Background: an optimization exercise with open tools, aiming at small area, a short achievable clock period and few clock cycles per item. Do not read the settings as production practice.
RTL that was checked went through simulation tests only; none was proved equivalent to the original.
Power is estimated from default activity; no workload was simulated.

## contone_block_dec
module contone_block_dec (
    input  wire       clk,
    input  wire       rst,           
    input  wire       in_valid,      
    output reg        in_ready,
    input  wire [7:0] in_data,
    input  wire       n_valid,       
    output reg        n_ready,
    input  wire [7:0] n_data,
    input  wire       n_sol,         
    output reg        out_valid,     
    input  wire       out_ready,
    output reg  [7:0] out_data,
    output reg        out_last       
);
    reg  [23:0] bb;                  
    reg  [4:0]  bn;
    wire        in_fire = in_valid & in_ready;
    wire [1:0]  bm  = bn[4:3];
    wire [2:0]  pad = bn[2:0];
    reg  [3:0]  bmo;
    reg  [7:0]  pado;
    wire [21:0] bw = ({bb[6:0], 15'd0}  & {22{bmo[0]}})      
                   | ({bb[14:0], 7'd0}  & {22{bmo[1]}})
                   | (bb[22:1]          & {22{bmo[2]}})
                   | ({7'd0, bb[23:9]}  & {22{bmo[3]}});
    reg  [14:0] win;                     
    integer     wi, wp;
    always @(*) begin
        win = 15'd0;
        for (wi = 0; wi < 15; wi = wi + 1)
            for (wp = 0; wp < 8; wp = wp + 1)
  ...
export LEC_CHECK = 0
export CAP_MARGIN = 20
export CORE_MARGIN = 2
export CORE_UTILIZATION = 40
export SLEW_MARGIN = 20
create_clock -name core_clock -period 12.0 [get_ports {clk}]
standard.sh (not shown) runs the stock make flow with config.mk's settings and CLKGATE_MAP_FILE= SYNTH_SCRIPT=/design/flow/synth_recipe.tcl, a recipe that flattens the netlist after the stock synthesis.
==> flow/flow/run.sh <==
#!/bin/bash
# Standard layout with three changes after the standard synthesis: the
# slow delay buffers are not used for repair and port buffers, every port
# gets a plain buffer, and timing repair aims for 7.5 ns of setup slack.
set -euo pipefail
bash standard.sh synth > synth.log 2>&1
export DONT_USE_CELLS="sky130_fd_sc_hd__clkdlybuf4s15_1 sky130_fd_sc_hd__clkdlybuf4s15_2 sky130_fd_sc_hd__clkdlybuf4s18_1 sky130_fd_sc_hd__clkdlybuf4s18_2 sky130_fd_sc_hd__clkdlybuf4s25_1 sky130_fd_sc_hd__clkdlybuf4s25_2 sky130_fd_sc_hd__clkdlybuf4s50_1 sky130_fd_sc_hd__clkdlybuf4s50_2"
export BUFFER_PORTS_ARGS="-buffer_cell sky130_fd_sc_hd__buf_4"
export SETUP_SLACK_MARGIN=7.5
bash standard.sh > layout.log 2>&1
The baseline produced a clean layout.
Edit:
==> flow/flow/run.sh (replaced) <==
#!/bin/bash
# Standard layout with three changes after the standard synthesis: the
# slow delay buffers are not used for repair and port buffers, every port
# gets a plain buffer, and timing repair aims for 8.2 ns of setup slack.
set -euo pipefail
bash standard.sh synth > synth.log 2>&1
export DONT_USE_CELLS="sky130_fd_sc_hd__clkdlybuf4s15_1 sky130_fd_sc_hd__clkdlybuf4s15_2 sky130_fd_sc_hd__clkdlybuf4s18_1 sky130_fd_sc_hd__clkdlybuf4s18_2 sky130_fd_sc_hd__clkdlybuf4s25_1 sky130_fd_sc_hd__clkdlybuf4s25_2 sky130_fd_sc_hd__clkdlybuf4s50_1 sky130_fd_sc_hd__clkdlybuf4s50_2"
export BUFFER_PORTS_ARGS="-buffer_cell sky130_fd_sc_hd__buf_4"
export SETUP_SLACK_MARGIN=8.2
bash standard.sh > layout.log 2>&1
--- a/flow/config.mk
+++ b/flow/config.mk
@@ -6,4 +6,5 @@
 export NUM_CORES = 4
 export LEC_CHECK = 0
+export ABC_AREA = 1
 export CAP_MARGIN = 20
 export CORE_MARGIN = 2
Outcome: The changed run ran to the end with no violations; power rises by 15%; synthesized cell count increases by 51%; die area rises by 11%; clock power goes up by 5.8%; setup slack improved by 0.64 ns; worst hold slack is better by 0.0074 ns; via count grows by 22%; maximum frequency is higher by 17%.
No functional check of the RTL was part of any run of this note.

* * *

job 5231:
contone_block_dec, a different RTL version from the one above (not shown whole).
Size: about 840 cells after synthesis, about 87 flip-flops, ~34 I/O pins, roughly 7800 sq um of cells after synthesis.
// contone_block_dec
module contone_block_dec (
    input  wire       clk,
    input  wire       rst,           
    input  wire       in_valid,      
    output reg        in_ready,
    input  wire [7:0] in_data,
    input  wire       n_valid,       
    output wire       n_ready,
    input  wire [7:0] n_data,
    input  wire       n_sol,         
    output reg        out_valid,     
    input  wire       out_ready,
    output reg  [7:0] out_data,
    output reg        out_last       
);
clock: 12.0 ns
lec_check: 0
cap_margin: 20
core_margin: 2
core_utilization: 65
slew_margin: 20
==> flow/flow/run.sh <==
#!/bin/bash
# Standard layout with two changes after the standard synthesis: the
# slow delay buffers are not used for repair and port buffers, and every
# port gets a plain buffer.
set -euo pipefail
bash standard.sh synth > synth.log 2>&1
export DONT_USE_CELLS="sky130_fd_sc_hd__clkdlybuf4s15_1 sky130_fd_sc_hd__clkdlybuf4s15_2 sky130_fd_sc_hd__clkdlybuf4s18_1 sky130_fd_sc_hd__clkdlybuf4s18_2 sky130_fd_sc_hd__clkdlybuf4s25_1 sky130_fd_sc_hd__clkdlybuf4s25_2 sky130_fd_sc_hd__clkdlybuf4s50_1 sky130_fd_sc_hd__clkdlybuf4s50_2"
export BUFFER_PORTS_ARGS="-buffer_cell sky130_fd_sc_hd__buf_4"
bash standard.sh > layout.log 2>&1
Testbench counts of job 5231, summed over its fixed seeds: cycles 169,781, blocks 2,560.
The following lists how job 4918 was set up differently from job 5231:
-- flow/config.mk --
<<< job 5231, line 8
export CAP_MARGIN = 20
export CORE_MARGIN = 2
export CORE_UTILIZATION = 65
export SLEW_MARGIN = 20
>>> job 4918, line 8
export CAP_MARGIN = 20
export CORE_MARGIN = 2
export CORE_UTILIZATION = 40
export SLEW_MARGIN = 20
==> summary.txt <==
- Cmp job 4918 vs job 5231: critical path depth higher in job 4918
- Relative to job 5231, the final cell area reported for job 4918 is higher.
- The higher part of the power in registers came out of job 4918.
- Delta (job 4918 minus job 5231): combinational fraction of design power decreased 0.2 points, maximum frequency increased 0.64%, total power draw decreased about 1.2%.
- Job 4918 against job 5231: post-layout worst setup margin went up by 0.038 ns; number of nets in the final layout ~0 delta.
- Overall die area (job 4918 vs. job 5231) increases by more than half
> inputs changed (job 4918 -> job 7586)
==> flow/run.sh (new file) <==
#!/bin/bash
# synth_recipe.tcl (not shown) runs the flow's synth.tcl, then flattens the netlist and writes it again
# the make line also repeats each setting of config.mk as NAME=value (left out here)
make -C /OpenROAD-flow-scripts/flow DESIGN_CONFIG=/design/flow/config.mk WORK_HOME=/design/flow/orfs CLKGATE_MAP_FILE= SYNTH_SCRIPT=/design/flow/synth_recipe.tcl finish
removed: flow/flow/run.sh
removed: flow/standard.sh
## What came out
Worst-margin pin slew ends up lower on job 4918.
Worst setup slack after layout was lower in job 7586 than in job 4918.
Final setup skew delta (job 4918 -> job 7586): insignificant
Job 4918 vs job 7586, critical path start-end classification: flop to flop vs input port to output pin
Modified inputs, job 1337 compared to job 7586
==> flow/flow/run.sh (new file) <==
#!/bin/bash
# Standard layout with three changes after the standard synthesis: the
# slow delay buffers are not used for repair and port buffers, every port
# gets a plain buffer, and timing repair aims for 6.8 ns of setup slack.
set -euo pipefail
bash standard.sh synth > synth.log 2>&1
export DONT_USE_CELLS="sky130_fd_sc_hd__clkdlybuf4s15_1 sky130_fd_sc_hd__clkdlybuf4s15_2 sky130_fd_sc_hd__clkdlybuf4s18_1 sky130_fd_sc_hd__clkdlybuf4s18_2 sky130_fd_sc_hd__clkdlybuf4s25_1 sky130_fd_sc_hd__clkdlybuf4s25_2 sky130_fd_sc_hd__clkdlybuf4s50_1 sky130_fd_sc_hd__clkdlybuf4s50_2"
export BUFFER_PORTS_ARGS="-buffer_cell sky130_fd_sc_hd__buf_4"
export SETUP_SLACK_MARGIN=6.8
bash standard.sh > layout.log 2>&1
==> flow/standard.sh (new file) <==
#!/bin/bash
# synth_recipe.tcl (not shown) runs the flow's synth.tcl, then flattens the netlist and writes it again
# the make line also repeats each setting of config.mk as NAME=value (left out here)
make -C /OpenROAD-flow-scripts/flow DESIGN_CONFIG=/design/flow/config.mk WORK_HOME=/design/flow/orfs CLKGATE_MAP_FILE= SYNTH_SCRIPT=/design/flow/synth_recipe.tcl "${@:-finish}"
removed: flow/run.sh
- Delta (job 1337 minus job 7586): final area higher; global-route wire length before repair picked up an extra 3.0%.
- From job 7586 to job 1337 the numbers moved as follows: post-synthesis sequential element count saw little to no change, time the final worst path needs with I/O delays and setup went down, number of placed instances with taps included was more or less identical, per-cell routed wire length rose by about 5%.
- Max post-layout worst setup margin across job 1337 and job 7586: job 1337
- From job 1337 to job 7586, count of inserted antenna diode cells did not move at all.

## separate check: timing with driven ports
The flow's constraints put no driver on any port. The routed layouts listed below were extracted and timed again, unchanged, in two steps. Step 1 assumes that a clkbuf_16 drives the clock port and a buf_2 every other input. Step 2 moves the port delays by t, midway between the first and last clock arrival at a register: inputs arrive t later, outputs are due t later. That takes back most of the time a late clock gives input paths. Three values: ideal ports, drivers, drivers and shift; two values: the first two.
| run | shift t [ns] | setup slack, ns | hold WS [ns] | worst setup path at the end | latest minus earliest clock arrival (ns) |
|---|---|---|---|---|---|
| the first run of note 1 | 0.475 | 7.647 / 7.671 / 7.196 | 0.458 / 0.458 / 0.458 | input to register | 0.013 / 0.013 |
| the second run of note 1 | 0.469 | 8.285 / 8.308 / 7.840 | 0.465 / 0.465 / 0.465 | input to register | 0.013 / 0.013 |
| job 5231 | 0.381 | 6.064 / 6.064 / 6.064 | 0.425 / 0.425 / 0.425 | register to register | 0.011 / 0.011 |
| job 4918 | 0.396 | 6.102 / 6.102 / 6.102 | 0.422 / 0.422 / 0.422 | register to register | 0.012 / 0.012 |
| job 7586 | 0.398 | 5.803 / 5.774 / 5.774 | 0.429 / 0.429 / 0.429 | input to output | 0.017 / 0.018 |
| job 1337 | 0.396 | 6.702 / 6.664 / 6.664 | 0.422 / 0.422 / 0.422 | input to output | 0.012 / 0.011 |
After both steps every run listed still meets setup and hold. The setup slack of the first run of note 1, which loses most, moves by +0.024 ns with the drivers and by -0.451 ns with both steps.
